From an optimization exercise on the open Yosys and OpenROAD flow, aimed at small area and a short achievable clock period; shortcuts taken in it are not production practice.
In this exercise RTL edits were held to simulation tests only and were not proved equivalent to the original.

$ cat design/flow/config.mk
export PLATFORM = sky130hd
export DESIGN_NAME = d72_burst_check
export DESIGN_NICKNAME = d72_burst_check
export VERILOG_FILES = /design/flow/design.v
export SDC_FILE = /design/flow/constraint.sdc
export NUM_CORES = 4
export LEC_CHECK = 0
export CAP_MARGIN = 20
export CORE_MARGIN = 2
export CORE_UTILIZATION = 45
export CTS_CLUSTER_DIAMETER = 100
export CTS_CLUSTER_SIZE = 20
export SLEW_MARGIN = 20
$ cat design/flow/constraint.sdc
create_clock -name core_clock -period 40.0 [get_ports {clk}]
set_input_delay 8.0000 -clock core_clock [delete_from_list [all_inputs] [get_ports {clk}]]
set_output_delay 8.0000 -clock core_clock [all_outputs]
set_load 0.01 [all_outputs]
$ cat design/flow/design.v
module d72_burst_check (
    input  wire         clk,
    input  wire         rst,
    input  wire         beat_valid,
    input  wire [31:0]  beat_dq,
    input  wire [7:0]   beat_cb,
    input  wire [1:0]   exp_channel,
    input  wire [29:0]  exp_burst,
    input  wire [15:0]  exp_epoch,
    output reg          res_valid,
    output reg  [1:0]   res_status,
    output reg  [7:0]   res_corrected,
    output wire [511:0] res_data
);
    reg        v;
    reg [31:0] dq;
    reg [7:0]  cb;
    always @(posedge clk) begin
        v  <= beat_valid & ~rst;
        dq <= beat_dq;
        cb <= beat_cb;
    end
    reg [3:0] cnt;
    always @(posedge clk)
        if (rst) cnt <= 4'd0;
        else if (v) cnt <= cnt + 4'd1;
    wire odd   = cnt[0];
    wire first = (cnt == 4'd0);
    wire c1    = (cnt == 4'd1);
    wire last  = (cnt == 4'd15);
    reg [47:0] E;
    wire e_load = v ? last : first;
    always @(posedge clk)
        if (e_load) E <= {exp_epoch, exp_channel, exp_burst};
    wire [7:0] fc;
    wire fc_x43 = E[1] ^ E[13];
    wire fc_x44 = E[0] ^ E[12];
    wire fc_x45 = E[3] ^ E[15];
    wire fc_x46 = E[5] ^ E[25];
    wire fc_x47 = E[28] ^ E[29];
    wire fc_x48 = fc_x43 ^ fc_x44;
    wire fc_x49 = E[2] ^ E[14];
    wire fc_x50 = E[4] ^ E[24];
    wire fc_x51 = E[7] ^ E[27];
    wire fc_x52 = E[11] ^ E[23];
    wire fc_x53 = E[30] ^ E[31];
    wire fc_x54 = cb[1] ^ fc_x46;
    wire fc_x55 = fc_x45 ^ fc_x48;
    wire fc_x56 = fc_x47 ^ fc_x53;
    wire fc_x57 = fc_x49 ^ fc_x55;
    wire fc_x58 = E[6] ^ E[26];
    wire fc_x59 = E[9] ^ E[21];
    wire fc_x60 = E[10] ^ E[22];
    wire fc_x61 = E[17] ^ E[19];
    wire fc_x62 = E[20] ^ cb[5];
    wire fc_x63 = cnt[3] ^ fc_x52;
    wire fc_x64 = cb[0] ^ fc_x50;
    wire fc_x65 = cb[3] ^ fc_x57;
    wire fc_x66 = cb[6] ^ fc_x56;
    wire fc_x67 = fc_x51 ^ fc_x54;
    assign fc[0] = E[18] ^ E[19] ^ cnt[2] ^ fc_x47 ^ fc_x48 ^ fc_x54 ^ fc_x60 ^ fc_x63 ^ fc_x64;
    assign fc[1] = cb[2] ^ fc_x56 ^ fc_x57 ^ fc_x58 ^ fc_x64 ^ fc_x67;
    assign fc[2] = E[29] ^ E[31] ^ cnt[1] ^ fc_x43 ^ fc_x45 ^ fc_x59 ^ fc_x61 ^ fc_x63 ^ fc_x67;
    assign fc[3] = E[8] ^ fc_x52 ^ fc_x59 ^ fc_x60 ^ fc_x62 ^ fc_x65;
    assign fc[4] = cb[4] ^ cb[5] ^ fc_x46 ^ fc_x50 ^ fc_x51 ^ fc_x58 ^ fc_x65;
    assign fc[5] = E[12] ^ E[13] ^ E[14] ^ E[15] ^ E[16] ^ E[18] ^ E[21] ^ E[22] ^ E[23] ^ E[24] ^ E[25] ^ E[26] ^ E[27] ^ fc_x61 ^ fc_x62;
    assign fc[6] = fc_x66;
    assign fc[7] = cb[7] ^ fc_x66;
    wire [7:0] hlo, hhi;
    wire hlo_x32 = dq[24] ^ dq[31];
    wire hlo_x33 = dq[23] ^ dq[30];
    wire hlo_x34 = dq[27] ^ hlo_x32;
    wire hlo_x35 = dq[25] ^ hlo_x33;
    wire hlo_x36 = dq[26] ^ hlo_x34;
    wire hlo_x37 = dq[3] ^ dq[12];
    wire hlo_x38 = dq[8] ^ dq[17];
    wire hlo_x39 = dq[28] ^ hlo_x35;
    wire hlo_x40 = hlo_x36 ^ hlo_x39;
    wire hlo_x41 = dq[1] ^ dq[10];
    wire hlo_x42 = dq[2] ^ dq[11];
    wire hlo_x43 = dq[6] ^ hlo_x37;
    wire hlo_x44 = dq[7] ^ dq[16];
    wire hlo_x45 = dq[13] ^ dq[14];
    wire hlo_x46 = dq[20] ^ dq[22];
    wire hlo_x47 = hlo_x38 ^ hlo_x44;
    wire hlo_x48 = dq[4] ^ hlo_x41;
    wire hlo_x49 = dq[5] ^ hlo_x42;
    wire hlo_x50 = dq[9] ^ dq[18];
    wire hlo_x51 = dq[15] ^ hlo_x45;
    wire hlo_x52 = dq[21] ^ dq[29];
    wire hlo_x53 = hlo_x40 ^ hlo_x46;
    wire hlo_x54 = hlo_x43 ^ hlo_x48;
    wire hlo_x55 = hlo_x47 ^ hlo_x50;
    wire hlo_x56 = hlo_x52 ^ hlo_x53;
    assign hlo[0] = dq[21] ^ dq[22] ^ hlo_x33 ^ hlo_x36 ^ hlo_x43 ^ hlo_x45 ^ hlo_x47 ^ hlo_x49;
    assign hlo[1] = dq[0] ^ hlo_x40 ^ hlo_x51 ^ hlo_x55;
    assign hlo[2] = dq[0] ^ dq[14] ^ hlo_x34 ^ hlo_x38 ^ hlo_x46 ^ hlo_x54;
    assign hlo[3] = dq[29] ^ hlo_x32 ^ hlo_x35 ^ hlo_x37 ^ hlo_x41 ^ hlo_x42 ^ hlo_x55;
    assign hlo[4] = dq[19] ^ hlo_x40 ^ hlo_x49 ^ hlo_x54;
    assign hlo[5] = dq[10] ^ dq[11] ^ dq[12] ^ dq[16] ^ dq[17] ^ dq[18] ^ dq[19] ^ dq[30] ^ dq[31] ^ hlo_x51;
    assign hlo[6] = hlo_x56;
    assign hlo[7] = hlo_x56;
    wire hhi_x32 = dq[7] ^ dq[14];
    wire hhi_x33 = dq[0] ^ dq[13];
    wire hhi_x34 = dq[6] ^ hhi_x32;
    wire hhi_x35 = dq[15] ^ hhi_x33;
    wire hhi_x36 = dq[30] ^ dq[31];
    wire hhi_x37 = dq[8] ^ hhi_x34;
    wire hhi_x38 = dq[9] ^ dq[10];
    wire hhi_x39 = hhi_x35 ^ hhi_x37;
    wire hhi_x40 = dq[1] ^ dq[2];
    wire hhi_x41 = dq[11] ^ hhi_x36;
    wire hhi_x42 = dq[18] ^ dq[19];
    wire hhi_x43 = dq[21] ^ dq[23];
    wire hhi_x44 = dq[24] ^ dq[26];
    wire hhi_x45 = dq[27] ^ dq[29];
    wire hhi_x46 = hhi_x38 ^ hhi_x39;
    wire hhi_x47 = hhi_x41 ^ hhi_x46;
    wire hhi_x48 = dq[3] ^ dq[5];
    wire hhi_x49 = dq[12] ^ dq[17];
    wire hhi_x50 = dq[16] ^ hhi_x40;
    wire hhi_x51 = dq[20] ^ hhi_x42;
    wire hhi_x52 = dq[22] ^ hhi_x43;
    wire hhi_x53 = dq[25] ^ hhi_x44;
    wire hhi_x54 = dq[28] ^ hhi_x45;
    assign hhi[0] = dq[4] ^ dq[5] ^ dq[13] ^ dq[28] ^ dq[29] ^ hhi_x34 ^ hhi_x38 ^ hhi_x42;
    assign hhi[1] = hhi_x47 ^ hhi_x51 ^ hhi_x53;
    assign hhi[2] = dq[10] ^ dq[19] ^ hhi_x32 ^ hhi_x36 ^ hhi_x45 ^ hhi_x48 ^ hhi_x53;
    assign hhi[3] = dq[2] ^ dq[30] ^ hhi_x39 ^ hhi_x43 ^ hhi_x44 ^ hhi_x49;
    assign hhi[4] = hhi_x47 ^ hhi_x52 ^ hhi_x54;
    assign hhi[5] = dq[14] ^ dq[17] ^ dq[23] ^ dq[25] ^ dq[26] ^ hhi_x35 ^ hhi_x50 ^ hhi_x54;
    assign hhi[6] = dq[0] ^ hhi_x36 ^ hhi_x40 ^ hhi_x51 ^ hhi_x52;
    assign hhi[7] = dq[4] ^ hhi_x47 ^ hhi_x48 ^ hhi_x49 ^ hhi_x50;
    reg [7:0] synp;
    always @(posedge clk)
        if (v & ~odd) synp <= hlo ^ fc;
    wire [7:0] syn = synp ^ hhi;
    localparam [511:0] DCOLS = 512'hd6de3531342e260e785058424743a8a0babfbb889297939a9f9b858184e8e0fafffbc8d2d7d3dadfdbc5c1c4302a2f2b2227233d393c0a0f0b1511141d191c06;
    localparam [63:0] CCOLS = 64'h80c0381018020703;
    wire [63:0] flip;
    wire [7:0]  ecb;
    genvar gi;
    generate
        for (gi = 0; gi < 64; gi = gi + 1) begin : g_dec
            localparam [7:0] COL = DCOLS[8*gi +: 8];
            assign flip[gi] = odd & (syn == COL);
        end
        for (gi = 0; gi < 8; gi = gi + 1) begin : g_decc
            localparam [7:0] CCOL = CCOLS[8*gi +: 8];
            assign ecb[gi] = odd & (syn == CCOL);
        end
    endgenerate
    wire cw_corr = |flip | |ecb;
    wire cw_unc  = (syn != 8'd0) & ~cw_corr;
    reg  [31:0] st [0:15];
    wire [31:0] hi_fix = dq ^ flip[63:32];
    integer k;
    always @(posedge clk)
        if (v) begin
            st[0] <= hi_fix;
            st[1] <= st[0] ^ flip[31:0];
            for (k = 2; k < 16; k = k + 1) st[k] <= st[k-1];
        end
    generate
        for (gi = 0; gi < 16; gi = gi + 1) begin : g_out
            assign res_data[32*gi +: 32] = st[15-gi];
        end
    endgenerate
    reg  [15:0] S;
    wire [15:0] s_base = first ? 16'hFFFF : S;
    wire [15:0] s_next;
    wire [15:0] s_dl;
    assign s_dl[0] = flip[0] | flip[2] | flip[7] | flip[8] | flip[9] | flip[11] | flip[12] | flip[15] | flip[18] | flip[24] | flip[25] | flip[27];
    assign s_dl[1] = flip[0] | flip[1] | flip[3] | flip[9] | flip[10] | flip[12] | flip[13] | flip[19] | flip[25] | flip[26] | flip[28];
    assign s_dl[2] = flip[1] | flip[2] | flip[4] | flip[10] | flip[11] | flip[13] | flip[14] | flip[20] | flip[26] | flip[27] | flip[29];
    assign s_dl[3] = flip[2] | flip[3] | flip[5] | flip[11] | flip[12] | flip[14] | flip[15] | flip[21] | flip[27] | flip[28] | flip[30];
    assign s_dl[4] = flip[0] | flip[3] | flip[4] | flip[6] | flip[12] | flip[13] | flip[15] | flip[22] | flip[24] | flip[28] | flip[29] | flip[31];
    assign s_dl[5] = flip[1] | flip[2] | flip[4] | flip[5] | flip[8] | flip[9] | flip[11] | flip[12] | flip[13] | flip[14] | flip[15] | flip[16] | flip[18] | flip[23] | flip[27] | flip[29] | flip[30];
    assign s_dl[6] = flip[0] | flip[2] | flip[3] | flip[5] | flip[6] | flip[8] | flip[9] | flip[10] | flip[12] | flip[13] | flip[14] | flip[15] | flip[17] | flip[19] | flip[24] | flip[28] | flip[30] | flip[31];
    assign s_dl[7] = flip[0] | flip[1] | flip[3] | flip[4] | flip[6] | flip[7] | flip[9] | flip[10] | flip[11] | flip[13] | flip[14] | flip[15] | flip[16] | flip[18] | flip[20] | flip[25] | flip[29] | flip[31];
    assign s_dl[8] = flip[0] | flip[1] | flip[2] | flip[4] | flip[5] | flip[7] | flip[10] | flip[11] | flip[12] | flip[14] | flip[15] | flip[16] | flip[17] | flip[19] | flip[21] | flip[26] | flip[30];
    assign s_dl[9] = flip[0] | flip[1] | flip[2] | flip[3] | flip[5] | flip[6] | flip[11] | flip[12] | flip[13] | flip[15] | flip[17] | flip[18] | flip[20] | flip[22] | flip[24] | flip[27] | flip[31];
    assign s_dl[10] = flip[0] | flip[1] | flip[2] | flip[3] | flip[4] | flip[6] | flip[7] | flip[12] | flip[13] | flip[14] | flip[16] | flip[18] | flip[19] | flip[21] | flip[23] | flip[25] | flip[28];
    assign s_dl[11] = flip[1] | flip[2] | flip[3] | flip[4] | flip[5] | flip[7] | flip[8] | flip[13] | flip[14] | flip[15] | flip[17] | flip[19] | flip[20] | flip[22] | flip[24] | flip[26] | flip[29];
    assign s_dl[12] = flip[3] | flip[4] | flip[5] | flip[6] | flip[7] | flip[8] | flip[11] | flip[12] | flip[14] | flip[20] | flip[21] | flip[23] | flip[30];
    assign s_dl[13] = flip[4] | flip[5] | flip[6] | flip[7] | flip[8] | flip[9] | flip[12] | flip[13] | flip[15] | flip[21] | flip[22] | flip[24] | flip[31];
    assign s_dl[14] = flip[0] | flip[5] | flip[6] | flip[7] | flip[9] | flip[10] | flip[13] | flip[14] | flip[16] | flip[22] | flip[23] | flip[25];
    assign s_dl[15] = flip[1] | flip[6] | flip[7] | flip[8] | flip[10] | flip[11] | flip[14] | flip[15] | flip[17] | flip[23] | flip[24] | flip[26];
    function [15:0] crc32;
        input [15:0] c;
        input [31:0] d;
        integer n, b;
        reg [15:0] x;
        begin
            x = c;
            for (n = 0; n < 4; n = n + 1) begin
                x = x ^ {d[8*n +: 8], 8'd0};
                for (b = 0; b < 8; b = b + 1)
                    x = x[15] ? ((x << 1) ^ 16'h1021) : (x << 1);
            end
            crc32 = x;
        end
    endfunction
    wire [15:0] s_lin = crc32(s_base, hi_fix);
    assign s_next = s_lin ^ s_dl;
    always @(posedge clk) if (v) S <= s_next;
    reg  [15:0] V;
    wire [15:0] v_base = first ? 16'h0000 : V;
    wire [15:0] v_next;
    wire [7:0]  cbe = odd ? 8'h00 : cb;
    assign v_next[0] = v_base[12] ^ cbe[4] ^ ecb[0];
    assign v_next[1] = v_base[13] ^ cbe[0] ^ cbe[5] ^ ecb[1];
    assign v_next[2] = v_base[14] ^ cbe[1] ^ cbe[6] ^ ecb[2];
    assign v_next[3] = v_base[15] ^ cbe[2] ^ cbe[7] ^ ecb[3];
    assign v_next[4] = v_base[0] ^ cbe[3] ^ ecb[4];
    assign v_next[5] = v_base[1] ^ v_base[12] ^ ecb[5];
    assign v_next[6] = v_base[2] ^ v_base[13] ^ ecb[6];
    assign v_next[7] = v_base[3] ^ v_base[14] ^ ecb[7];
    assign v_next[8] = v_base[4] ^ v_base[15] ^ cbe[0];
    assign v_next[9] = v_base[5] ^ cbe[1];
    assign v_next[10] = v_base[6] ^ cbe[2];
    assign v_next[11] = v_base[7] ^ cbe[3];
    assign v_next[12] = v_base[8] ^ v_base[12] ^ cbe[0];
    assign v_next[13] = v_base[9] ^ v_base[13] ^ cbe[1];
    assign v_next[14] = v_base[10] ^ v_base[14] ^ cbe[2];
    assign v_next[15] = v_base[11] ^ v_base[15] ^ cbe[3];
    always @(posedge clk) if (v) V <= v_next;
    reg  [15:0] R;
    wire [15:0] r_base = first ? 16'h0000 : R;
    wire [15:0] r_next;
    wire        t_lo = odd & ~(cnt[3] & cnt[2]);
    wire        t_hi = odd & cnt[3] & cnt[2];
    wire [7:0]  tlo = t_lo ? cb : 8'h00;
    wire [7:0]  thi = t_hi ? cb : 8'h00;
    wire r_next_x32 = thi[3] ^ thi[7];
    wire r_next_x33 = r_base[3] ^ thi[0];
    wire r_next_x34 = thi[2] ^ thi[6];
    wire r_next_x35 = r_base[0] ^ thi[7];
    wire r_next_x36 = r_base[1] ^ thi[0];
    wire r_next_x37 = r_base[2] ^ thi[1];
    wire r_next_x38 = thi[4] ^ r_next_x37;
    wire r_next_x39 = thi[5] ^ r_next_x33;
    assign r_next[0] = r_base[4] ^ thi[1] ^ thi[6] ^ r_next_x32;
    assign r_next[1] = r_base[5] ^ thi[0] ^ thi[2] ^ thi[4] ^ r_next_x35;
    assign r_next[2] = r_base[6] ^ thi[1] ^ thi[3] ^ thi[5] ^ r_next_x36;
    assign r_next[3] = r_base[7] ^ r_next_x34 ^ r_next_x38;
    assign r_next[4] = r_base[8] ^ thi[2] ^ r_next_x32 ^ r_next_x39;
    assign r_next[5] = r_base[9] ^ thi[4] ^ thi[7];
    assign r_next[6] = r_base[10] ^ thi[5];
    assign r_next[7] = r_base[11] ^ thi[6];
    assign r_next[8] = r_base[12] ^ tlo[0] ^ r_next_x35;
    assign r_next[9] = r_base[1] ^ r_base[13] ^ tlo[1];
    assign r_next[10] = r_base[2] ^ r_base[14] ^ tlo[2] ^ thi[0];
    assign r_next[11] = r_base[15] ^ tlo[3] ^ thi[1] ^ r_next_x33;
    assign r_next[12] = r_base[0] ^ tlo[4] ^ r_next_x32 ^ r_next_x34;
    assign r_next[13] = tlo[5] ^ thi[4] ^ r_next_x32 ^ r_next_x36;
    assign r_next[14] = tlo[6] ^ thi[5] ^ r_next_x38;
    assign r_next[15] = tlo[7] ^ r_next_x34 ^ r_next_x39;
    always @(posedge clk) if (v) R <= r_next;
    wire [15:0] chk;
    wire chk_x48 = s_next[0] ^ s_next[7];
    wire chk_x49 = s_next[1] ^ s_next[8];
    wire chk_x50 = s_next[2] ^ s_next[9];
    wire chk_x51 = s_next[3] ^ s_next[10];
    wire chk_x52 = s_next[4] ^ s_next[11];
    wire chk_x53 = s_next[5] ^ s_next[12];
    wire chk_x54 = s_next[6] ^ s_next[13];
    wire chk_x55 = s_next[14] ^ chk_x48;
    wire chk_x56 = s_next[0] ^ chk_x50;
    wire chk_x57 = s_next[10] ^ chk_x49;
    assign chk[0] = s_next[0] ^ s_next[1] ^ v_next[0] ^ r_next[0] ^ chk_x51;
    assign chk[1] = s_next[1] ^ s_next[2] ^ v_next[1] ^ r_next[1] ^ chk_x52;
    assign chk[2] = s_next[2] ^ s_next[3] ^ v_next[2] ^ r_next[2] ^ chk_x53;
    assign chk[3] = s_next[3] ^ s_next[4] ^ v_next[3] ^ r_next[3] ^ chk_x54;
    assign chk[4] = s_next[4] ^ s_next[5] ^ v_next[4] ^ r_next[4] ^ chk_x55;
    assign chk[5] = s_next[5] ^ s_next[6] ^ s_next[8] ^ s_next[15] ^ v_next[5] ^ r_next[5] ^ chk_x51;
    assign chk[6] = s_next[6] ^ s_next[9] ^ v_next[6] ^ r_next[6] ^ chk_x48 ^ chk_x52;
    assign chk[7] = s_next[7] ^ v_next[7] ^ r_next[7] ^ chk_x53 ^ chk_x57;
    assign chk[8] = s_next[8] ^ s_next[11] ^ v_next[8] ^ r_next[8] ^ chk_x50 ^ chk_x54;
    assign chk[9] = s_next[9] ^ s_next[12] ^ v_next[9] ^ r_next[9] ^ chk_x51 ^ chk_x55;
    assign chk[10] = s_next[13] ^ s_next[15] ^ v_next[10] ^ r_next[10] ^ chk_x52 ^ chk_x57;
    assign chk[11] = s_next[11] ^ s_next[14] ^ v_next[11] ^ r_next[11] ^ chk_x53 ^ chk_x56;
    assign chk[12] = s_next[12] ^ s_next[15] ^ v_next[12] ^ r_next[12] ^ chk_x54;
    assign chk[13] = s_next[13] ^ v_next[13] ^ r_next[13] ^ chk_x55;
    assign chk[14] = s_next[14] ^ s_next[15] ^ v_next[14] ^ r_next[14] ^ chk_x49;
    assign chk[15] = s_next[15] ^ v_next[15] ^ r_next[15] ^ chk_x56;
    wire crc_ok = (chk == 16'h0000);
    reg unc, mm;
    reg [7:0] ebyte;
    always @* begin
        case (cnt[3:1])
            3'd0: ebyte = E[7:0];
            3'd1: ebyte = E[15:8];
            3'd2: ebyte = E[23:16];
            3'd3: ebyte = E[31:24];
            3'd4: ebyte = E[39:32];
            3'd5: ebyte = E[47:40];
            default: ebyte = 8'h00;
        endcase
    end
    wire unc_all = (unc & ~c1) | cw_unc;
    always @(posedge clk)
        if (v & odd) begin
            unc <= unc_all;
            res_corrected <= {cw_corr, res_corrected[7:1]};
            if (~(cnt[3] & cnt[2])) mm <= (mm & ~c1) | (cb != ebyte);
        end
    always @(posedge clk) begin
        res_valid <= v & last & ~rst;
        if (unc_all)      res_status <= 2'd1;
        else if (!crc_ok) res_status <= 2'd2;
        else if (mm)      res_status <= 2'd3;
        else              res_status <= 2'd0;
    end
endmodule
$ cat design/flow/flow/run.sh
#!/bin/bash
# The standard layout, except:
#  - synthesis maps the logic with an area-oriented ABC script (flow/area.abc)
#    instead of ORFS's speed script; registers are mapped as in the standard
#    synthesis (same dfflibmap step, same names);
#  - port buffers are plain buf_1 cells;
#  - the resizer aims for 30.6 ns of setup slack (SETUP_SLACK_MARGIN) so that it
#    shortens the few slow flop-to-output paths; the SDC is unchanged.
set -euo pipefail
W=$(pwd)
export BUFFER_PORTS_ARGS="-buffer_cell sky130_fd_sc_hd__buf_1"
export SETUP_SLACK_MARGIN=30.6
# synthesis script: synth_recipe.tcl with ORFS's synth.tcl calling ABC with our script
sed "s#log_cmd abc {\*}\$abc_args#log_cmd abc -script $W/flow/area.abc {*}[lrange \$abc_args 2 end]#" \
    "$FLOW_HOME/scripts/synth.tcl" > "$W/synth_core.tcl"
grep -q "flow/area.abc" "$W/synth_core.tcl"
sed "s#source \$::env(SCRIPTS_DIR)/synth.tcl#source $W/synth_core.tcl#" synth_recipe.tcl > "$W/own_synth.tcl"
grep -q "synth_core.tcl" "$W/own_synth.tcl"
bash standard.sh "SYNTH_SCRIPT=$W/own_synth.tcl" synth > synth.log 2>&1
bash standard.sh "SYNTH_SCRIPT=$W/own_synth.tcl" > standard.log 2>&1
$ cat design/flow/flow/area.abc
&get -n
&st
&syn2
&dch
&nf -a -R 1000
&put
$ cat design/flow/standard.sh
#!/bin/bash
# synth_recipe.tcl (not shown) runs the flow's synth.tcl, then flattens the netlist and writes it again
# the make line also repeats each setting of config.mk as NAME=value (left out here)
make -C /OpenROAD-flow-scripts/flow DESIGN_CONFIG=/design/flow/config.mk WORK_HOME=/design/flow/orfs CLKGATE_MAP_FILE= SYNTH_SCRIPT=/design/flow/synth_recipe.tcl "${@:-finish}"
==> results of run 1 <==
## area by class of cell
type	instances	area (µm²)	share of cell area, %
diodes	1	2.502	0.008079
clock buffers	50	1060	3.422
clock inverters	6	75.07	0.2424
inverters	19	71.32	0.2303
multi-input cells	919	6603	21.32
flip-flops and latches	674	19760	63.81
well taps	765	957.2	3.090
repair buffers	628	2442	7.885
## through the flow
stage	util [%]	cells
after floorplan	-	1612
after global placement	51.45	3000
after detailed placement	51.45	3000
after CTS	53.48	3061
after global routing	53.48	3061
final	53.48	3062
## placed cells by master, fill, tap and decap left out, drive strengths merged, types with 7 or more instances in the layout
| cell type | netlist | final |
|---|---|---|
| buf | 0 | 628 |
| edfxtp | 626 | 626 |
| xnor2 | 338 | 338 |
| xor2 | 172 | 172 |
| nor2 | 133 | 133 |
| nand2 | 82 | 82 |
| clkbuf | 0 | 50 |
| dfxtp | 48 | 48 |
| clkinv | 19 | 22 |
| nand3 | 21 | 21 |
| nor4 | 19 | 19 |
| a21oi | 19 | 19 |
| o21ai | 19 | 19 |
| nor3 | 18 | 18 |
| nand4 | 15 | 15 |
| mux2i | 13 | 13 |
| and2 | 7 | 7 |
| o22ai | 7 | 7 |
## registers in the layout, summed over array words and instances, names as in the netlist
signal / count
res_status: 2
V: 16
cb: 8
mm: 1
st: 512
unc: 1
res_corrected: 8
E: 48
dq: 32
v: 1
R: 16
res_valid: 1
synp: 8
S: 16
cnt: 4
## worst paths after layout
path,start,end,slack [ns]
min reg2reg,st[14][29]$_DFFE_PP_,st[15][29]$_DFFE_PP_,0.44
max,st[0][12]$_DFFE_PP_,res_data[492],30.63
max reg2reg,dq[20]$_DFF_P_,res_status[1]$_SDFF_PP0_,31.97
min,st[14][29]$_DFFE_PP_,st[15][29]$_DFFE_PP_,0.44
## what timing repair did
item | in CTS | in global routing
resized for setup | 2 | 0
endpoints found under the hold margin | 0 | 0
setup buffers | 5 | 0
endpoints found under the setup margin | 6 | 0
## routing by layer
layer,track usage [%],up-vias
met5,0,-
met4,9.391,0
met3,4.891,121
met2,47.12,674
met1,32.20,8001
li1,-,7083
## kinds of logic after synthesis
group                    share of synthesized area, %
buffers and inverters                          0.2699
flip-flops                                      74.78
multiplexers                                   0.7056
XOR/XNOR                                        17.17
adder cells (fa/ha/maj)                        0.1421
AND/OR/NAND/NOR                                 5.517
AO/OA/AOI/OAI                                   1.416
==> impl_metrics.env, run 1 <==
export IMPL_synth_top_area_share_pct=71.15
export IMPL_areaGrowthSynthToFinish_pct=17.23
export IMPL_clockBufferDepth=3
export IMPL_totalWireLength_um=83020
export IMPL_synthTopCellsByCount="626 x edfxtp_1, 338 x xnor2_1, 172 x xor2_1"
export IMPL_yosys_warnings=2
export IMPL_clk_latency_ns=0.60
export IMPL_synth_nets=1706
export IMPL_final_nets=2376
export IMPL_finalHoldViolations=0
export IMPL_io_buffers=613
export IMPL_die_height_um=246.3
export IMPL_grt_usage_pct=26.49
export IMPL_cts_max_level=2
export IMPL_required_ns=32.00
export IMPL_critPathSlowestCell="edfxtp_1"
export IMPL_tightest_slew_ns=1.175
export IMPL_top_layer_used="met4"
export IMPL_start_util_pct=45.62
export IMPL_hold_slack_ns=0.4413
export IMPL_start_kind="register"
export IMPL_drt_iter0_drc=1127
export IMPL_synth_enable_flop_cells=626
export IMPL_wl_met2_um=43040
export IMPL_cp_max_fo=2
export IMPL_tns_ns=0
export IMPL_maxCapViolCount=0
export IMPL_synth_most_common_cell="edfxtp_1"
export IMPL_synthTopCellsByArea="edfxtp_1 71%, xnor2_1 11%, xor2_1 5.7%, dfxtp_1 3.6%, nor2_1 1.9%"
export IMPL_grt_pass1_vias=15370
export IMPL_layout_drive_gt1_share_pct=2.831
export IMPL_ys_ff_latch=674
export IMPL_dp_hpwl_um=65860
export IMPL_numCtsBuffers=40
export IMPL_slowest_delay_ns=0.57
export IMPL_rsz0062_at_grt="no"
export IMPL_stdcell_area_mm2=0.03097
export IMPL_io_pins=614
export IMPL_async_flop_share_pct=0
export IMPL_cp_end_kind="primary output"
export IMPL_timing_slew_headroom_pct=21.68
export IMPL_path_clk_slew_ns=0.08
export IMPL_cp_num_buf_inv=1
export IMPL_postLayoutSetupSlackWorst_ns=30.63
export IMPL_viasPerCell=5.186
export IMPL_grt_pass1_wl_um=113600
export IMPL_max_freq_mhz=106.7
export IMPL_rows=88
export IMPL_core_area_mm2=0.05792
export IMPL_synth_area_mm2=0.02642
export IMPL_grt_max_degree=195
export IMPL_status="no timing/DRC/antenna violations"
export IMPL_hold_path_depth=0
export IMPL_drv_slew=0
export IMPL_die_w_um=246.3
export IMPL_critical_path_top_delay_family="flip-flops"
export IMPL_wl_met1_um=31550
export IMPL_dr_wl_met3_um=5514
export IMPL_drc_errors=0
export IMPL_grt_overflow=0
export IMPL_setup_violations=0
export IMPL_crit_chain="buf_1"
export IMPL_fin_skew_ns=0.02602
export IMPL_cts_tree="built"
export IMPL_min_period_over_period_pct=23.42
export IMPL_synthesis_instances=1612
export IMPL_cp_depth=1
export IMPL_dpl_worst_slack_ns=31.09
export IMPL_postSynthAreaPerCell_um2=16.39
export IMPL_first_pass_iters=5
export IMPL_critical_path_arrival_ns=1.37
export IMPL_fillers=4985
export IMPL_num_vias=15879
export IMPL_cts_hold_buf=0
export IMPL_antenna_found_initial=0
export IMPL_cts_root_buf="clkbuf_16"
export IMPL_yosys_area_top_type="edfxtp_1"
export IMPL_worstSetupPathType="reg2out"
export IMPL_synth_seq_area_share_pct=74.78
export IMPL_die_area_mm2=0.06067
export IMPL_hold_class="reg2reg"
export IMPL_rr_worst_depth=23
export IMPL_gp_congestion=0.9830
export IMPL_cts_sinks=674
export IMPL_min_period_ns=9.369
export IMPL_antenna_left=0
export IMPL_synth_flop_cell="edfxtp_1"
export IMPL_wire_per_inst_um=27.11
export IMPL_place_area_mm2=0.02979
export IMPL_synth_distinct_cells=42
==> run 2, diff against run 1 <==
==> design/flow/flow/area.abc (replaced) <==
&get -n
&st
&dch
&nf -a -R 1000
&put
==> run 2 against run 1 <==
Effect of this change: worst setup slack worse by 0.042 ns; first-iteration DRC count is 68% higher; via count is 3.5% higher; synthesized area is 0.17% lower; clock-buffer cell count is 2 higher; critical path depth stayed put; register-to-register slack worse by 0.56 ns; critical endpoint is now res_data[121]; highest routed layer unchanged.
==> impl_metrics.env, run 2 <==
export IMPL_synth_top_area_share_pct=71.27
export IMPL_drc_errors=0
export IMPL_antenna_left=0
export IMPL_synthesis_instances=1601
export IMPL_final_cell_mix="626 x edfxtp_1, 608 x buf_1, 402 x xnor2_1"
export IMPL_cp_end_kind="primary output"
export IMPL_setup_violations=0
export IMPL_slowest_delay_ns=0.62
export IMPL_grt_pass1_vias=15499
export IMPL_synthAdderAreaFrac_pct=0.1423
export IMPL_hold_slack_ns=0.4373
export IMPL_ys_ff_latch=674
export IMPL_cp_num_buf_inv=1
export IMPL_required_ns=32.00
export IMPL_cts_tree="built"
export IMPL_synth_flop_cell="edfxtp_1"
export IMPL_synth_nets=1695
export IMPL_status="no timing/DRC/antenna violations"
export IMPL_cts_root_buf="clkbuf_16"
export IMPL_path_clk_slew_ns=0.08
export IMPL_synthTopCellsByCount="626 x edfxtp_1, 402 x xnor2_1, 156 x nand2_1"
export IMPL_synthTopCellsByArea="edfxtp_1 71%, xnor2_1 13%, xor2_1 4.2%, dfxtp_1 3.6%, nand2_1 2.2%"
export IMPL_yosys_area_top_type="edfxtp_1"
export IMPL_wire_per_inst_um=29.62
export IMPL_timing_slew_headroom_pct=28.32
export IMPL_areaGrowthSynthToFinish_pct=17.37
export IMPL_num_vias=16440
export IMPL_rows=88
export IMPL_layout_drive_gt1_share_pct=3.358
export IMPL_synth_top_family_by_area="XOR/XNOR gates"
export IMPL_dp_hpwl_um=72900
export IMPL_maxCapViolCount=0
export IMPL_critical_path_arrival_ns=1.41
export IMPL_cts_sinks=674
export IMPL_final_common_cell="edfxtp_1"
export IMPL_critical_path_top_delay_family="flip-flops"
export IMPL_io_buffers=613
export IMPL_place_area_mm2=0.02974
export IMPL_die_height_um=246.1
export IMPL_first_pass_iters=5
export IMPL_rsz0062_at_grt="no"
export IMPL_finalHoldViolations=0
export IMPL_gp_congestion=1.052
export IMPL_grt_overflow=0
export IMPL_fin_skew_ns=0.03251
export IMPL_worstSetupPathType="reg2out"
export IMPL_drv_slew=0
export IMPL_synth_mux_area_share_pct=0.03795
export IMPL_synth_enable_flop_cells=626
export IMPL_async_flop_share_pct=0
export IMPL_postSynthAreaPerCell_um2=16.48
export IMPL_synth_seq_area_share_pct=74.91
export IMPL_synth_xor_area_share_pct=17.88
export IMPL_top_regs="st x512, E x48, dq x32"
export IMPL_cts_hold_buf=0
export IMPL_seq_area_mm2=0.01976
export IMPL_cp_max_fo=2
export IMPL_top_register="st"
export IMPL_tightest_slew_ns=1.075
export IMPL_stdcell_area_mm2=0.03096
export IMPL_hold_class="reg2reg"
export IMPL_drt_iter0_drc=1892
export IMPL_tns_ns=0
export IMPL_die_w_um=246.1
export IMPL_grt_usage_pct=29.07
export IMPL_multi_input_area_mm2=0.006586
export IMPL_grt_max_degree=153
export IMPL_antenna_found_initial=9
export IMPL_grt_pass1_wl_um=121200
export IMPL_die_area_mm2=0.06057
export IMPL_synth_distinct_cells=32
export IMPL_totalWireLength_um=90610
export IMPL_crit_chain="buf_1"
export IMPL_largest_reg_flops=512
export IMPL_min_period_ns=9.411
export IMPL_max_freq_mhz=106.3
export IMPL_core_area_mm2=0.05781
export IMPL_critPathSlowestCell="edfxtp_1"
export IMPL_yosys_warnings=2
export IMPL_synth_simple_area_share_pct=5.726
export IMPL_start_util_pct=45.63
export IMPL_synth_compound_area_share_pct=1.105
export IMPL_start_kind="register"
export IMPL_synth_most_common_cell="edfxtp_1"
export IMPL_viasPerCell=5.374
export IMPL_fillers=4944
export IMPL_min_period_over_period_pct=23.53
export IMPL_synth_area_mm2=0.02638
export IMPL_final_nets=2372
export IMPL_cts_max_level=2
export IMPL_clockBufferDepth=3
export IMPL_numCtsBuffers=40
export IMPL_io_pins=614
export IMPL_clk_latency_ns=0.60
run 2: changes by cell type after synthesis, moves of 6 or more:
cell	delta
nand2_1	+74
nor2_1	-65
xnor2_1	+64
xor2_1	-46
mux2i_1	-12
o21ai_0	-12
a22oi_1	+10
o22ai_1	-7
a21oi_1	-6
a222oi_1	+6
nor3_1	-6
run 2: what timing repair did:
item,CTS,global route
setup endpoints to repair,13,2
setup buffers,9,1
gates resized for setup,4,1
run 2: cell families (layout without fill, tap and decap cells):
group           Yosys count  in the layout
other cells               0              1
flops                   674            674
fa+ha+maj                 3              3
xor+xnor                532            532
buf+inv                  14            706
mux                       1              1
simple gates            334            334
compound gates           43             43
run 2: stage by stage:
stage                     cells  setup slack (ns)  utilization, %
after floorplan            1601             30.92               -
after global placement     2990             31.17           51.46
after detailed placement   2990             31.17           51.46
after CTS                  3056             30.60           53.51
after global routing       3058             30.59           53.55
final                      3059             30.59           53.55
run 2: worst paths after layout:
| check | end | slack (ns) | from | depth (start not counted) |
|---|---|---|---|---|
| worst min-delay path | st[9][3]$_DFFE_PP_ | 0.44 | st[8][3]$_DFFE_PP_ | 0 |
| worst max-delay path | res_data[121] | 30.59 | st[12][25]$_DFFE_PP_ | 1 |
| worst min register to register | st[9][3]$_DFFE_PP_ | 0.44 | st[8][3]$_DFFE_PP_ | 0 |
| worst max register to register | res_status[1]$_SDFF_PP0_ | 31.41 | dq[14]$_DFF_P_ | 29 |
run 2: metal layers:
| metal | wire (µm) | share of wire, % | global-route usage (%) | vias to the layer above |
|---|---|---|---|---|
| met2 | 44690 | 49 | 48.56 | 890 |
| met1 | 36770 | 41 | 40.52 | 8395 |
| met5 | 0 | 0 | 0 | - |
| li1 | - | - | - | 7069 |
| met4 | 1801 | 2.0 | 6.061 | 0 |
| met3 | 7354 | 8.1 | 4.336 | 86 |
run 2: final cells by class:
type                    count  share of cell area, %
clock inverters             5                 0.1859
inverters                  14                 0.1698
multi-input cells         913                  21.28
diodes                      1               0.008083
well taps                 765                  3.092
flip-flops and latches    674                  63.84
clock buffers              52                  3.411
repair buffers            635                  8.019
==> run 3, diff against run 2 <==
==> design/flow/flow/area.abc (replaced) <==
strash
dch
map -a
topo
stime -c
buffer -c
upsize -c
dnsize -c
==> run 3 against run 2 <==
Effect of this change: still clean; global-route usage shrank 1.8 points; clock-buffer cell count shrank 3; synthesized cell count grew 13%; critical path type unchanged; critical endpoint is now res_data[72].
==> impl_metrics.env, run 3 <==
export IMPL_worstSetupPathType="reg2out"
export IMPL_yosys_area_top_type="edfxtp_1"
export IMPL_final_common_cell="edfxtp_1"
export IMPL_numCtsBuffers=39
export IMPL_first_pass_iters=5
export IMPL_yosys_warnings=2
export IMPL_viasPerCell=5.091
export IMPL_postSynthAreaPerCell_um2=15.06
export IMPL_min_period_ns=9.335
export IMPL_synth_nets=1910
export IMPL_path_clk_slew_ns=0.08
export IMPL_start_kind="register"
export IMPL_synth_most_common_cell="edfxtp_1"
export IMPL_antenna_found_initial=1
export IMPL_grt_pass1_vias=16340
export IMPL_drt_iter0_drc=1355
export IMPL_grt_max_degree=178
export IMPL_synth_area_mm2=0.02735
export IMPL_dp_cells=3208
export IMPL_tns_ns=0
export IMPL_rr_worst_depth=39
export IMPL_synth_flop_cell="edfxtp_1"
export IMPL_status="no timing/DRC/antenna violations"
export IMPL_synthTopCellsByCount="626 x edfxtp_1, 310 x xor2_1, 177 x nor2_1"
export IMPL_cp_depth=1
export IMPL_cp_end_kind="primary output"
export IMPL_synthesis_instances=1816
export IMPL_critical_path_arrival_ns=1.33
export IMPL_grt_pass1_wl_um=120400
export IMPL_async_flop_share_pct=0
export IMPL_start_util_pct=45.39
export IMPL_largest_reg_flops=512
export IMPL_io_pins=614
export IMPL_antennaDiodeCount=0
export IMPL_gp_congestion=1.027
export IMPL_grt_overflow=0
export IMPL_rsz0062_at_grt="no"
export IMPL_cts_max_level=2
export IMPL_drc_errors=0
export IMPL_synthTopCellsByArea="edfxtp_1 69%, xor2_1 9.9%, xnor2_1 4.6%, dfxtp_1 3.5%, nor2_1 2.4%"
export IMPL_io_buffers=613
export IMPL_timing_slew_headroom_pct=23.83
export IMPL_required_ns=32.00
export IMPL_final_nets=2567
export IMPL_die_height_um=250.5
export IMPL_min_period_over_period_pct=23.34
export IMPL_synth_top_area_share_pct=68.74
export IMPL_cts_tree="built"
export IMPL_synth_seq_area_share_pct=72.25
export IMPL_r2r_setup_slack_ns=31.46
export IMPL_cp_num_buf_inv=1
export IMPL_finish_utilization_pct=52.79
export IMPL_synth_distinct_cells=54
export IMPL_endpoint="res_data[72]"
export IMPL_num_vias=16633
export IMPL_antenna_left=0
export IMPL_clockBufferDepth=3
export IMPL_finalHoldViolations=0
export IMPL_cp_max_fo=2
export IMPL_dp_hpwl_um=70070
export IMPL_cts_sinks=674
export IMPL_tightest_slew_ns=1.143
export IMPL_rows=90
export IMPL_clk_latency_ns=0.60
export IMPL_crit_chain="buf_1"
export IMPL_layout_drive_gt1_share_pct=6.922
export IMPL_drv_slew=0
export IMPL_fin_skew_ns=0.02104
export IMPL_maxCapViolCount=0
export IMPL_reg2reg_from="dq[14]$_DFF_P_"
export IMPL_die_area_mm2=0.06276
export IMPL_critical_path_top_delay_family="flip-flops"
export IMPL_worstSetupStartpoint="st[13][8]$_DFFE_PP_"
export IMPL_max_freq_mhz=107.1
export IMPL_top_regs="st x512, E x48, dq x32"
export IMPL_slowest_delay_ns=0.54
export IMPL_core_area_mm2=0.06025
export IMPL_ys_ff_latch=674
export IMPL_setup_violations=0
export IMPL_areaGrowthSynthToFinish_pct=16.30
export IMPL_final_cell_mix="626 x edfxtp_1, 610 x buf_1, 310 x xor2_1"
export IMPL_cts_root_buf="clkbuf_16"
export IMPL_synth_enable_flop_cells=626
export IMPL_hold_class="reg2reg"
export IMPL_final_cells=3267
export IMPL_totalWireLength_um=87700
export IMPL_top_register="st"
export IMPL_wire_per_inst_um=26.85
export IMPL_rr_endpoint="res_status[1]$_SDFF_PP0_"
export IMPL_die_w_um=250.5
export IMPL_critPathSlowestCell="edfxtp_1"
export IMPL_grt_usage_pct=27.25
[run 3: how the worst min path moves through the flow]
stage	slack [ns]	end	startpoint	cells past startpoint
CTS	0.45	st[2][13]$_DFFE_PP_	st[1][13]$_DFFE_PP_	0
floorplan	0.44	res_status[0]$_SDFF_PP1_	mm$_DFFE_PP_	2
detailed placement	0.43	st[5][0]$_DFFE_PP_	st[4][0]$_DFFE_PP_	0
global route	0.46	st[2][20]$_DFFE_PP_	st[1][20]$_DFFE_PP_	0
finish	0.45	st[6][15]$_DFFE_PP_	st[5][15]$_DFFE_PP_	0
global placement	0.43	st[5][5]$_DFFE_PP_	st[4][5]$_DFFE_PP_	0
[run 3: routing by layer]
| layer | vias up | track usage (%) | share of wire [%] |
|---|---|---|---|
| li1 | 7520 | - | - |
| met1 | 8293 | 32.39 | 37 |
| met2 | 697 | 49.97 | 53 |
| met3 | 123 | 4.479 | 6.2 |
| met4 | 0 | 9.324 | 3.4 |
| met5 | - | 0 | 0 |
[run 3: cells by family (layout without fill, tap and decap cells)]
kind of cell             after synthesis  count (layout)  share of synthesized area (%)
XOR/XNOR                             487             487                          16.64
buffers and inverters                149             818                          2.063
AND/OR/NAND/NOR                      440             440                          7.325
flip-flops                           674             674                          72.25
adder cells (fa/ha/maj)                3               3                         0.1373
AO/OA/AOI/OAI                         63              63                          1.583
[run 3: area by class of cell]
class                           instances  area [µm²]
Multi-Input combinational cell        993        7036
Sequential cell                       674       19760
Fill cell                            5189       28440
Clock inverter                          4       42.54
Inverter                              135       506.7
Timing Repair Buffer                  630        2465
Tap cell                              782       978.4
Clock buffer                           49        1013
[run 3: repair_timing]
item | CTS | global route
setup buffers | 5 | 1
gates resized for setup | 1 | 2
pin swaps | 0 | 0
hold buffers | 0 | 0
setup endpoints to repair | 6 | 2
[run 3: metrics by stage]
step           setup WS [ns]  cell area [µm²]  hold slack, ns
6_report               30.67            31800          0.4484
5_1_grt                30.60            31800          0.4564
4_1_cts                30.61            31790          0.4487
3_5_place_dp           31.11            30700          0.4294
3_3_place_gp           31.11            30690          0.4278
2_1_floorplan          30.94            27350          0.4373
[run 3: worst register-to-register path, delay by kind of cell (launching register included)]
kind | cells | cell delay, ns
buf+inv | 5 | 0.35
compound gates | 4 | 0.72
flops | 1 | 0.51
xor+xnor | 18 | 4.67
simple gates | 12 | 2.13
==> run 4, diff against run 3 <==
--- a/design/flow/design.v
+++ b/design/flow/design.v
@@ -67,70 +67,65 @@
     assign fc[6] = fc_x66;
     assign fc[7] = cb[7] ^ fc_x66;
     wire [7:0] hlo, hhi;
-    wire hlo_x32 = dq[24] ^ dq[31];
-    wire hlo_x33 = dq[23] ^ dq[30];
-    wire hlo_x34 = dq[27] ^ hlo_x32;
-    wire hlo_x35 = dq[25] ^ hlo_x33;
-    wire hlo_x36 = dq[26] ^ hlo_x34;
-    wire hlo_x37 = dq[3] ^ dq[12];
-    wire hlo_x38 = dq[8] ^ dq[17];
-    wire hlo_x39 = dq[28] ^ hlo_x35;
-    wire hlo_x40 = hlo_x36 ^ hlo_x39;
-    wire hlo_x41 = dq[1] ^ dq[10];
-    wire hlo_x42 = dq[2] ^ dq[11];
-    wire hlo_x43 = dq[6] ^ hlo_x37;
-    wire hlo_x44 = dq[7] ^ dq[16];
-    wire hlo_x45 = dq[13] ^ dq[14];
-    wire hlo_x46 = dq[20] ^ dq[22];
-    wire hlo_x47 = hlo_x38 ^ hlo_x44;
-    wire hlo_x48 = dq[4] ^ hlo_x41;
-    wire hlo_x49 = dq[5] ^ hlo_x42;
-    wire hlo_x50 = dq[9] ^ dq[18];
-    wire hlo_x51 = dq[15] ^ hlo_x45;
-    wire hlo_x52 = dq[21] ^ dq[29];
-    wire hlo_x53 = hlo_x40 ^ hlo_x46;
-    wire hlo_x54 = hlo_x43 ^ hlo_x48;
-    wire hlo_x55 = hlo_x47 ^ hlo_x50;
-    wire hlo_x56 = hlo_x52 ^ hlo_x53;
-    assign hlo[0] = dq[21] ^ dq[22] ^ hlo_x33 ^ hlo_x36 ^ hlo_x43 ^ hlo_x45 ^ hlo_x47 ^ hlo_x49;
-    assign hlo[1] = dq[0] ^ hlo_x40 ^ hlo_x51 ^ hlo_x55;
-    assign hlo[2] = dq[0] ^ dq[14] ^ hlo_x34 ^ hlo_x38 ^ hlo_x46 ^ hlo_x54;
-    assign hlo[3] = dq[29] ^ hlo_x32 ^ hlo_x35 ^ hlo_x37 ^ hlo_x41 ^ hlo_x42 ^ hlo_x55;
-    assign hlo[4] = dq[19] ^ hlo_x40 ^ hlo_x49 ^ hlo_x54;
-    assign hlo[5] = dq[10] ^ dq[11] ^ dq[12] ^ dq[16] ^ dq[17] ^ dq[18] ^ dq[19] ^ dq[30] ^ dq[31] ^ hlo_x51;
-    assign hlo[6] = hlo_x56;
-    assign hlo[7] = hlo_x56;
-    wire hhi_x32 = dq[7] ^ dq[14];
-    wire hhi_x33 = dq[0] ^ dq[13];
-    wire hhi_x34 = dq[6] ^ hhi_x32;
-    wire hhi_x35 = dq[15] ^ hhi_x33;
-    wire hhi_x36 = dq[30] ^ dq[31];
-    wire hhi_x37 = dq[8] ^ hhi_x34;
-    wire hhi_x38 = dq[9] ^ dq[10];
-    wire hhi_x39 = hhi_x35 ^ hhi_x37;
-    wire hhi_x40 = dq[1] ^ dq[2];
-    wire hhi_x41 = dq[11] ^ hhi_x36;
-    wire hhi_x42 = dq[18] ^ dq[19];
-    wire hhi_x43 = dq[21] ^ dq[23];
-    wire hhi_x44 = dq[24] ^ dq[26];
-    wire hhi_x45 = dq[27] ^ dq[29];
-    wire hhi_x46 = hhi_x38 ^ hhi_x39;
-    wire hhi_x47 = hhi_x41 ^ hhi_x46;
-    wire hhi_x48 = dq[3] ^ dq[5];
-    wire hhi_x49 = dq[12] ^ dq[17];
-    wire hhi_x50 = dq[16] ^ hhi_x40;
-    wire hhi_x51 = dq[20] ^ hhi_x42;
-    wire hhi_x52 = dq[22] ^ hhi_x43;
-    wire hhi_x53 = dq[25] ^ hhi_x44;
-    wire hhi_x54 = dq[28] ^ hhi_x45;
-    assign hhi[0] = dq[4] ^ dq[5] ^ dq[13] ^ dq[28] ^ dq[29] ^ hhi_x34 ^ hhi_x38 ^ hhi_x42;
-    assign hhi[1] = hhi_x47 ^ hhi_x51 ^ hhi_x53;
-    assign hhi[2] = dq[10] ^ dq[19] ^ hhi_x32 ^ hhi_x36 ^ hhi_x45 ^ hhi_x48 ^ hhi_x53;
-    assign hhi[3] = dq[2] ^ dq[30] ^ hhi_x39 ^ hhi_x43 ^ hhi_x44 ^ hhi_x49;
-    assign hhi[4] = hhi_x47 ^ hhi_x52 ^ hhi_x54;
-    assign hhi[5] = dq[14] ^ dq[17] ^ dq[23] ^ dq[25] ^ dq[26] ^ hhi_x35 ^ hhi_x50 ^ hhi_x54;
-    assign hhi[6] = dq[0] ^ hhi_x36 ^ hhi_x40 ^ hhi_x51 ^ hhi_x52;
-    assign hhi[7] = dq[4] ^ hhi_x47 ^ hhi_x48 ^ hhi_x49 ^ hhi_x50;
+    wire [15:0] hh;
+    wire hh_x32 = dq[30] ^ dq[31];
+    wire hh_x33 = dq[13] ^ dq[14];
+    wire hh_x34 = dq[23] ^ hh_x32;
+    wire hh_x35 = dq[24] ^ dq[26];
+    wire hh_x36 = dq[7] ^ dq[8];
+    wire hh_x37 = dq[15] ^ hh_x33;
+    wire hh_x38 = dq[0] ^ hh_x37;
+    wire hh_x39 = dq[6] ^ dq[10];
+    wire hh_x40 = dq[12] ^ dq[17];
+    wire hh_x41 = dq[25] ^ dq[27];
+    wire hh_x42 = dq[1] ^ dq[2];
+    wire hh_x43 = dq[9] ^ hh_x36;
+    wire hh_x44 = dq[21] ^ dq[22];
+    wire hh_x45 = dq[28] ^ dq[29];
+    wire hh_x46 = hh_x34 ^ hh_x35;
+    wire hh_x47 = dq[3] ^ dq[5];
+    wire hh_x48 = dq[4] ^ hh_x39;
+    wire hh_x49 = dq[11] ^ dq[16];
+    wire hh_x50 = dq[18] ^ dq[19];
+    wire hh_x51 = hh_x38 ^ hh_x43;
+    wire hh_x52 = hh_x40 ^ hh_x49;
+    wire hh_x53 = hh_x41 ^ hh_x46;
+    wire hh_x54 = dq[20] ^ hh_x44;
+    wire hh_x55 = dq[2] ^ dq[6];
+    wire hh_x56 = dq[3] ^ dq[24];
+    wire hh_x57 = dq[10] ^ dq[29];
+    wire hh_x58 = dq[11] ^ hh_x39;
+    wire hh_x59 = dq[16] ^ dq[17];
+    wire hh_x60 = dq[19] ^ hh_x47;
+    wire hh_x61 = dq[23] ^ hh_x38;
+    wire hh_x62 = dq[27] ^ hh_x44;
+    wire hh_x63 = dq[28] ^ hh_x53;
+    wire hh_x64 = hh_x32 ^ hh_x35;
+    wire hh_x65 = hh_x32 ^ hh_x52;
+    wire hh_x66 = hh_x34 ^ hh_x42;
+    wire hh_x67 = hh_x36 ^ hh_x55;
+    wire hh_x68 = hh_x42 ^ hh_x48;
+    wire hh_x69 = hh_x45 ^ hh_x53;
+    wire hh_x70 = hh_x51 ^ hh_x58;
+    wire hh_x71 = hh_x54 ^ hh_x69;
+    assign hh[0] = hh_x33 ^ hh_x46 ^ hh_x47 ^ hh_x52 ^ hh_x62 ^ hh_x67;
+    assign hh[1] = dq[18] ^ hh_x51 ^ hh_x59 ^ hh_x63;
+    assign hh[2] = dq[0] ^ dq[1] ^ dq[8] ^ dq[14] ^ dq[20] ^ dq[22] ^ dq[27] ^ dq[31] ^ hh_x40 ^ hh_x48 ^ hh_x56;
+    assign hh[3] = dq[18] ^ dq[25] ^ hh_x43 ^ hh_x52 ^ hh_x56 ^ hh_x57 ^ hh_x66;
+    assign hh[4] = dq[11] ^ dq[12] ^ hh_x60 ^ hh_x63 ^ hh_x68;
+    assign hh[5] = dq[10] ^ hh_x37 ^ hh_x50 ^ hh_x65;
+    assign hh[6] = hh_x71;
+    assign hh[7] = hh_x71;
+    assign hh[8] = dq[5] ^ dq[7] ^ dq[9] ^ hh_x33 ^ hh_x45 ^ hh_x48 ^ hh_x50;
+    assign hh[9] = dq[20] ^ dq[25] ^ hh_x50 ^ hh_x64 ^ hh_x70;
+    assign hh[10] = dq[7] ^ dq[14] ^ hh_x41 ^ hh_x57 ^ hh_x60 ^ hh_x64;
+    assign hh[11] = dq[21] ^ dq[30] ^ hh_x35 ^ hh_x40 ^ hh_x61 ^ hh_x67;
+    assign hh[12] = hh_x34 ^ hh_x45 ^ hh_x62 ^ hh_x70;
+    assign hh[13] = dq[26] ^ hh_x41 ^ hh_x42 ^ hh_x45 ^ hh_x59 ^ hh_x61;
+    assign hh[14] = dq[0] ^ hh_x50 ^ hh_x54 ^ hh_x66;
+    assign hh[15] = hh_x47 ^ hh_x51 ^ hh_x65 ^ hh_x68;
+    assign hlo = hh[7:0];
+    assign hhi = hh[15:8];
     reg [7:0] synp;
     always @(posedge clk)
         if (v & ~odd) synp <= hlo ^ fc;
--- a/design/flow/flow/run.sh
+++ b/design/flow/flow/run.sh
@@ -1,6 +1,7 @@
 #!/bin/bash
 # The standard layout, except:
-#  - synthesis maps the logic with an area-oriented ABC script (flow/area.abc)
+#  - synthesis maps the logic with an area-oriented ABC script (flow/area.abc,
+#    ABC9 mapper &nf in area mode)
 #    instead of ORFS's speed script; registers are mapped as in the standard
 #    synthesis (same dfflibmap step, same names);
 #  - port buffers are plain buf_1 cells;
@@ -9,7 +10,7 @@
 set -euo pipefail
 W=$(pwd)
 export BUFFER_PORTS_ARGS="-buffer_cell sky130_fd_sc_hd__buf_1"
-export SETUP_SLACK_MARGIN=30.6
+export SETUP_SLACK_MARGIN=30.7
 # synthesis script: synth_recipe.tcl with ORFS's synth.tcl calling ABC with our script
 sed "s#log_cmd abc {\*}\$abc_args#log_cmd abc -script $W/flow/area.abc {*}[lrange \$abc_args 2 end]#" \
     "$FLOW_HOME/scripts/synth.tcl" > "$W/synth_core.tcl"
==> design/flow/flow/area.abc (replaced) <==
&get -n
&st
&syn2
&dch
&nf -a -R 1000
&put
==> run 4 against run 3 <==
Effect of this change: non-clock buffer count up 24; utilization rose by 1.2 points; sequential cell count did not move; critical path type unchanged; die area shrank 3.3%; global-route usage up 0.25 points; highest routed layer is now met5; final area down 1.6%; maximum frequency fell by 0.78%; synthesized cell count down 11%; first-iteration DRC count fell by 14%; worst setup slack worse by 0.073 ns; register-to-register slack improved by 0.19 ns.
==> impl_metrics.env, run 4 <==
export IMPL_gp_congestion=0.9540
export IMPL_grt_pass1_wl_um=117000
export IMPL_start_kind="register"
export IMPL_tightest_slew_ns=1.089
export IMPL_worstSetupPathType="reg2out"
export IMPL_synthTopCellsByCount="626 x edfxtp_1, 382 x xnor2_1, 139 x nand2_1"
export IMPL_ys_ff_latch=674
export IMPL_num_vias=16109
export IMPL_min_period_over_period_pct=23.52
export IMPL_rows=88
export IMPL_status="no timing/DRC/antenna violations"
export IMPL_dp_hpwl_um=68020
export IMPL_min_period_ns=9.408
export IMPL_layout_drive_gt1_share_pct=5.227
export IMPL_areaGrowthSynthToFinish_pct=18.33
export IMPL_postSynthAreaPerCell_um2=16.44
export IMPL_cts_sinks=674
export IMPL_finalHoldViolations=0
export IMPL_drc_errors=0
export IMPL_totalWireLength_um=85590
export IMPL_synth_distinct_cells=40
export IMPL_yosys_warnings=2
export IMPL_clockBufferDepth=3
export IMPL_io_buffers=613
export IMPL_critical_path_arrival_ns=1.41
export IMPL_crit_chain="buf_1"
export IMPL_slowest_delay_ns=0.61
export IMPL_synthTopCellsByArea="edfxtp_1 71%, xnor2_1 13%, xor2_1 4.2%, dfxtp_1 3.6%, nand2_1 2.0%"
export IMPL_dp_cells=3004
export IMPL_grt_overflow=0
export IMPL_first_pass_iters=6
export IMPL_path_clk_slew_ns=0.09
export IMPL_synthesis_instances=1608
export IMPL_die_height_um=246.4
export IMPL_cts_tree="built"
export IMPL_grtUsageMet1_pct=34.28
export IMPL_antenna_found_initial=3
export IMPL_hold_class="reg2reg"
export IMPL_cp_end_kind="primary output"
export IMPL_grt_max_degree=96
export IMPL_synth_flop_cell="edfxtp_1"
export IMPL_required_ns=32.00
export IMPL_final_cells=3080
export IMPL_dpl_worst_slack_ns=31.07
export IMPL_top_register="st"
export IMPL_largest_reg_flops=512
export IMPL_cts_root_buf="clkbuf_16"
export IMPL_async_flop_share_pct=0
export IMPL_critPathSlowestCell="edfxtp_1"
export IMPL_antennaDiodeCount=0
export IMPL_final_nets=2398
export IMPL_maxCapViolCount=0
export IMPL_io_pins=614
export IMPL_fin_skew_ns=0.02022
export IMPL_fillers=4913
export IMPL_tns_ns=0
export IMPL_synth_area_mm2=0.02644
export IMPL_hold_slack_ns=0.4465
export IMPL_top_regs="st x512, E x48, dq x32"
export IMPL_rsz0062_at_grt="yes"
export IMPL_max_freq_mhz=106.3
export IMPL_grt_usage_pct=27.51
export IMPL_synth_top_area_share_pct=71.11
export IMPL_synth_most_common_cell="edfxtp_1"
export IMPL_cp_num_buf_inv=1
export IMPL_antenna_left=0
export IMPL_synth_seq_area_share_pct=74.74
export IMPL_core_area_mm2=0.05792
export IMPL_final_cell_mix="626 x edfxtp_1, 586 x buf_1, 382 x xnor2_1"
export IMPL_drt_iter0_drc=1168
export IMPL_busiest_layer="met2"
export IMPL_clk_latency_ns=0.60
export IMPL_synth_enable_flop_cells=626
export IMPL_cp_max_fo=1
export IMPL_grt_util_met2_pct=47.46
export IMPL_postLayoutSetupSlackWorst_ns=30.59
export IMPL_numCtsBuffers=40
export IMPL_critical_path_top_delay_family="flip-flops"
export IMPL_setup_violations=0
export IMPL_drv_slew=0
export IMPL_grt_pass1_vias=15738
export IMPL_yosys_area_top_type="edfxtp_1"
export IMPL_timing_slew_headroom_pct=27.40
export IMPL_grt_met3_usage_pct=6.122
export IMPL_cts_max_level=2
export IMPL_die_w_um=246.4
export IMPL_die_area_mm2=0.06070
export IMPL_wire_per_inst_um=27.79
export IMPL_viasPerCell=5.230
export IMPL_synth_nets=1702
export IMPL_final_common_cell="edfxtp_1"
export IMPL_start_util_pct=45.64
[run 4: cell count changes in the layout (fill, tap and decap cells not counted), moves of 24 or more]
cell	delta
inv_1	-104
xnor2_1	+237
xor2_1	-184
buf_1	-24
inv_2	-28
nor2_1	-87
[run 4: metrics by stage]
stage / area [µm²] / util [%]
finish: 31280 / 54.01
global route: 31280 / 54.01
CTS: 31240 / 53.94
detailed placement: 29870 / 51.58
global placement: 29870 / 51.57
floorplan: 26440 / -
[run 4: per-layer routing]
| layer | part of all wire (%) | vias to the layer above | routed length [µm] |
|---|---|---|---|
| met5 | 0.026 | - | 22 |
| met4 | 3.4 | 4 | 2912 |
| met3 | 7.5 | 131 | 6412 |
| met2 | 51 | 709 | 43340 |
| met1 | 38 | 8132 | 32900 |
| li1 | - | 7133 | - |
[run 4: kinds of logic (layout without fill, tap and decap cells)]
kind of cell / count (synthesis) / after routing / synth area share [%]
adder cells (fa/ha/maj): 3 / 3 / 0.1420
XOR/XNOR: 515 / 515 / 17.44
flip-flops: 674 / 674 / 74.74
AO/OA/AOI/OAI: 58 / 58 / 1.306
AND/OR/NAND/NOR: 326 / 326 / 5.438
buffers and inverters: 13 / 720 / 0.1846
multiplexers: 19 / 19 / 0.7478
[run 4: path summary, 6_finish.rpt]
kind	startpoint	to	slack [ns]	depth (start not counted)
min	st[2][17]$_DFFE_PP_	st[3][17]$_DFFE_PP_	0.45	0
min reg2reg	st[2][17]$_DFFE_PP_	st[3][17]$_DFFE_PP_	0.45	0
max reg2reg	dq[10]$_DFF_P_	res_status[1]$_SDFF_PP0_	31.65	26
max	st[15][8]$_DFFE_PP_	res_data[8]	30.59	1
[run 4: repair_timing]
action,CTS,global route
hold buffers,0,0
endpoints found under the setup margin,40,24
buffers inserted,21,2
gates resized for setup,27,12
[run 4: worst reg2reg max path, delay by kind of cell, from the launching register on]
family | cells | cell delay (ns)
AOI/OAI and AO/OA | 1 | 0.09
xor gates and xnor gates | 17 | 6.03
buffers and inverters | 2 | 0.28
DFF | 1 | 0.48
and+or+nand+nor | 6 | 1.35
[run 4: final cells by class]
type                            instances  area [µm²]  area share, %
Sequential cell                       674       19760          63.18
Multi-Input combinational cell        921        6664          21.30
Timing Repair Buffer                  654        2700          8.632
Clock buffer                           47        1080          3.452
Tap cell                              765       957.2          3.060
Clock inverter                          6       67.56         0.2160
Inverter                               13       48.80         0.1560

[what the ideal ports hide]
No port has a modelled driver above. Below, the same layouts with a new extraction and two added sets of constraints. Step 1 (the two cells are an assumption about what drives the block):
set clk [get_ports {clk}]
set_driving_cell -lib_cell sky130_fd_sc_hd__clkbuf_16 $clk
set_driving_cell -lib_cell sky130_fd_sc_hd__buf_2 [delete_from_list [all_inputs] $clk]
Step 2, shift: input delay + t, output delay - t, t = (earliest + latest rising clock arrival at the registers) / 2. This alone moves slack from input paths to output paths. Slacks: no drivers / after step 1 / after step 2; pairs: no drivers / after step 1.
run	t, ns	setup WS [ns]	worst hold slack (ns)	worst setup path after step 2	worst slew at a driven data input, ns
run 1	0.651	30.631 / 30.568 / 31.218	0.441 / 0.441 / 0.441	register to output	0.05
run 2	0.644	30.589 / 30.526 / 31.170	0.437 / 0.437 / 0.437	register to output	0.05
run 3	0.649	30.665 / 30.601 / 31.250	0.448 / 0.448 / 0.448	register to output	0.07
run 4	0.651	30.592 / 30.528 / 31.180	0.447 / 0.447 / 0.447	register to output	0.05
After both steps setup and hold are still met in every run listed.
